From an optimization exercise on the open Yosys and OpenROAD flow, aimed at small area, a short achievable clock period and few clock cycles per item; shortcuts taken in it are not production practice. Where RTL was checked, it was by simulation tests only, not by an equivalence proof against the original.

Setup of run R:
Design kg9_decunit, start of the top module:
module kg9_decunit (
    input  wire         clk,
    input  wire         rst,
    input  wire         start,
    input  wire [2:0]   op,
    input  wire [127:0] a,
    input  wire [127:0] b,
    input  wire [13:0]  imm,
    output wire         ready,
    output reg          done,
    output wire [127:0] res,
    output wire [127:0] rem,
    output wire         z,
    output wire         n,
    output reg          dv,
    output reg          exc_data,
    output reg          exc_div
);
    localparam OP_ADDP = 3'd0, OP_SUBP = 3'd1, OP_MULP = 3'd2,
               OP_DIVP = 3'd3, OP_CMPP = 3'd4, OP_SHRP = 3'd5;
    localparam S_IDLE = 4'd8, S_EXEC = 4'd1, S_MUL = 4'd2, S_DIV = 4'd3,
               S_SHL  = 4'd4, S_SHR  = 4'd5, S_SHF = 4'd6, S_NEG = 4'd7;
    reg [3:0]   state;
    reg [2:0]   op_r;
    reg [123:0] x1;
    reg [127:0] x2;
    reg [127:0] x3;
    reg [3:0]   asn, bsn;    
    reg [4:0]   scale;
    reg [5:0]   sh;
    reg [3:0]   rnd;
    reg [4:0]   cnt;         
    reg [3:0]   drop;        
    reg [2:0]   md;          
    reg         mneg;        
    reg         mcy;         
    reg         mbig;        
    reg         m32;         
  ...
Size: roughly 540 flip-flops, roughly 540 I/O pins, ~67000 sq um of cells after synthesis.
==> flow/config.mk <==
export PLATFORM = sky130hd
export DESIGN_NAME = kg9_decunit
export DESIGN_NICKNAME = kg9_decunit
export VERILOG_FILES = /design/flow/design.v
export SDC_FILE = /design/flow/constraint.sdc
export NUM_CORES = 8
export LEC_CHECK = 0
export ABC_AREA = 0
export CAP_MARGIN = 40
export CORE_MARGIN = 2
export CORE_UTILIZATION = 30
export SLEW_MARGIN = 40
==> flow/constraint.sdc <==
create_clock -name core_clock -period 50.0 [get_ports {clk}]
set_input_delay 10.0000 -clock core_clock [delete_from_list [all_inputs] [get_ports {clk}]]
set_output_delay 10.0000 -clock core_clock [all_outputs]
set_load 0.01 [all_outputs]
run.sh (not shown) runs the stock make flow with config.mk's settings and CLKGATE_MAP_FILE= SYNTH_SCRIPT=/design/flow/synth_recipe.tcl, a recipe that flattens the netlist after the stock synthesis.
Run R was carried through to the last stage, and its layout satisfied the timing, DRC and antenna checks.
[inputs] run E vs run R
--- a/flow/design.v
+++ b/flow/design.v
@@ -152,18 +152,19 @@
     reg [3:0]   rnd;
     reg [4:0]   cnt;         
     reg [3:0]   drop;        
     reg [2:0]   md;          
     reg         mneg;        
     reg         mcy;         
     reg         mbig;        
     reg         m32;         
     reg         mzero;       
+    reg         negdo;       
     reg [3:0]   qacc;        
     reg [4:0]   la;          
     reg [5:0]   nstep;       
     reg [4:0]   nreal;       
     reg         cur_real;    
     reg         lost;        
     reg         ovf;         
     reg         sflag;       
     reg         remneg;      
@@ -294,25 +295,26 @@
     wire       div_try = !tryp && !ge1 && !lt1;       
     wire [3:0] div_sel = tryp    ? {3'd0, dneg} :
                          div_try ? 4'b0001 :
                          {est_m == 4'd5, est_m == 4'd4, est_m == 4'd2, est_m == 4'd1};
     wire       div_fin = tryp || (!div_try && est_fin);
     wire [3:0] div_q   = qacc + (tryp ? {3'd0, !dneg} : est_m);
     wire is_mul  = (op_r == OP_MULP);
     wire is_div  = (op_r == OP_DIVP);
     wire is_shrp = (op_r == OP_SHRP);
-    wire is_neg  = (state == S_NEG);
+    wire is_neg  = (state == S_NEG) && negdo;
     wire eff_sub = sa ^ sb ^ (op_r == OP_SUBP || op_r == OP_CMPP);
     wire zero_x  = is_neg || (state == S_SHF) || (state == S_MUL && mfirst) ||
                    (state == S_EXEC && (is_mul || is_div || is_shrp));
     wire is_exec = (state == S_EXEC);
     wire [3:0] sel = is_mul ? mul_sel :
-                     is_div ? (state == S_DIV ? div_sel : 4'b0000) : {3'd0, !is_neg};
+                     is_div ? (state == S_DIV ? div_sel : 4'b0000) :
+                     {3'd0, state != S_NEG};
     wire [127:0] opy = ({128{sel[0]}} & m1) | ({128{sel[1]}} & m2) |
                        ({128{sel[2]}} & m4) | ({128{sel[3]}} & m5) |
                        ({128{is_neg}} & x2);
     wire [127:0] opx = zero_x ? 128'd0 : x2;
     wire asub   = is_exec ? (is_mul ? mneg : (!is_div && !is_shrp && eff_sub)) :
                   (is_neg || (state == S_DIV && !tryp) || (state == S_MUL && mneg));
     wire rnd_up = is_shrp && sh[5] && (({1'b0, drop} + {1'b0, rnd}) >= 5'd10);
     wire [127:0] sum;
     wire         aco, zlo, zall;
@@ -356,18 +358,20 @@
     wire [3:0]   d_in   = (state == S_EXEC) ? lead_d : (nreal != 5'd0) ? d_next : 4'd0;
     wire         div_ov = ovf | (x1c[123:120] != 4'd0);
     wire exec_ok = (state == S_EXEC) && !bad;
     wire mul_swap = (lb_n < lead_n);            
     wire mul_go  = (state == S_MUL) || (exec_ok && is_mul && !mul_swap);
     wire shl_go  = (state == S_SHL) || (exec_ok && is_shrp && sh != 6'd0 && !sh[5]);
     wire shr_go  = (state == S_SHR) || (exec_ok && is_shrp && sh[5]);
     wire shf_go  = (state == S_SHF) || (exec_ok && is_shrp && sh == 6'd0);
     wire [5:0] mlen = {1'b0, lead_n} + {1'b0, lb_n};    
+    wire ab_gt = (lead_n > lb_n) || (lead_n == lb_n && lead_d > bd1);
+    wire ab_lt = (lead_n < lb_n) || (lead_n == lb_n && lead_d < bd1);
     wire mul_ov  = (is_exec ? (mlen >= 6'd33) : mbig) |
                    ((is_exec ? (mlen == 6'd32) : m32) & (sum[127:124] != 4'd0));
     wire x2_shift = (state == S_EXEC && is_div) ||
                     (state == S_DIV && div_fin && nstep != 6'd0);
     always @(posedge clk)
         x2 <= state[3] ? {4'd0, a[127:4]} :
               x2_shift ? {sum[123:0], d_in} : sum;
     always @(posedge clk) begin
         begin
@@ -407,20 +411,21 @@
                     done     <= 1'b1;
                     state    <= S_IDLE;
                 end else begin
                     case (op_r)
                         OP_ADDP, OP_SUBP, OP_CMPP: begin
                             zzn <= iscmp ? zall : zlo;
                             zsg <= zall;
                             if (eff_sub) begin
                                 sflag <= aco ? sa : !sa;
-                                if (!aco && !iscmp) begin
-                                    state <= S_NEG;    
+                                negdo <= ab_lt | !aco;
+                                if (!ab_gt && !iscmp) begin
+                                    state <= S_NEG;
                                 end else begin
                                     done  <= 1'b1;
                                     state <= S_IDLE;
                                 end
                             end else begin
                                 sflag <= sa;
                                 if (!iscmp) dv <= (sum[127:124] != 4'd0);
                                 done  <= 1'b1;
                                 state <= S_IDLE;
@@ -462,18 +467,19 @@
                                 nstep    <= {1'b0, lead_n} + {1'b0, scale} - 6'd1;
                                 state    <= S_DIV;
                             end
                         end
                         default: sflag <= sb;    
                     endcase
                 end
             end
             if (state == S_NEG) begin
+                sflag <= negdo ? !sa : sa;
                 zzn   <= zlo;
                 zsg   <= zall;
                 done  <= 1'b1;
                 state <= S_IDLE;
             end
             if (mul_go) begin
                 mfirst <= 1'b0;
                 if (md_next == 3'd0) begin
                     x1   <= {4'd0, x1[123:4]};
==> summary.txt <==
Run E completed end to end with timing, DRC and antenna clean.
Going from run R to run E, count of buffers not belonging to the clock network in the layout shrank by a little under 10%.
When run E is measured against run R, its initial antenna violation count turns out 12 higher.
Sum of met3 wire segment lengths after detailed routing for run E: 170 um down relative to run R
Run E: core utilization 0.19 points below run R
Compared with run R, run E ends up with less cell area.
Compared with run R, run E shows cell depth of the worst flop-to-flop path that has gone up by a little under 10%.
Measured against each other, run E and run R differ in time the final worst path needs with I/O delays and setup, the lower figure coming from run E.
Run E: tap cell count 0.57% below run R
Run E against run R; placed wire-length estimate is down by a little under 10%.
Comparing non-clock buffer contribution to total cell area for run E and run R, the bigger number came from run R.
Total die area: run E and run R compared, higher one is run R
Post-layout worst setup margin is lower on run R
Testbench counts of run E, summed over its fixed seeds: cycles 12,996, ops 2,400.
The RTL of run R was laid out without a check of its function.

what the ideal ports hide:
In the flow no input, the clock included, has a driving cell. The finished layouts below were timed again as built, in two steps.
Step 1, drivers: a clkbuf_16 drives clk and a buf_2 each remaining input, both assumed.
Step 2 also shifts input and output timing later by t, the mid clock arrival at the registers, as if the neighbouring blocks saw the same clock.
Slacks: no drivers / after step 1 / after step 2; pairs: no drivers / after step 1.
run | shift t [ns] | slack for setup (ns) | hold slack, ns
run R | 0.825 | 36.596 / 36.596 / 36.596 | 0.466 / 0.466 / 0.466
run E | 0.838 | 37.307 / 37.214 / 37.490 | 0.472 / 0.472 / 0.472
After both steps setup and hold are still met in every run listed.
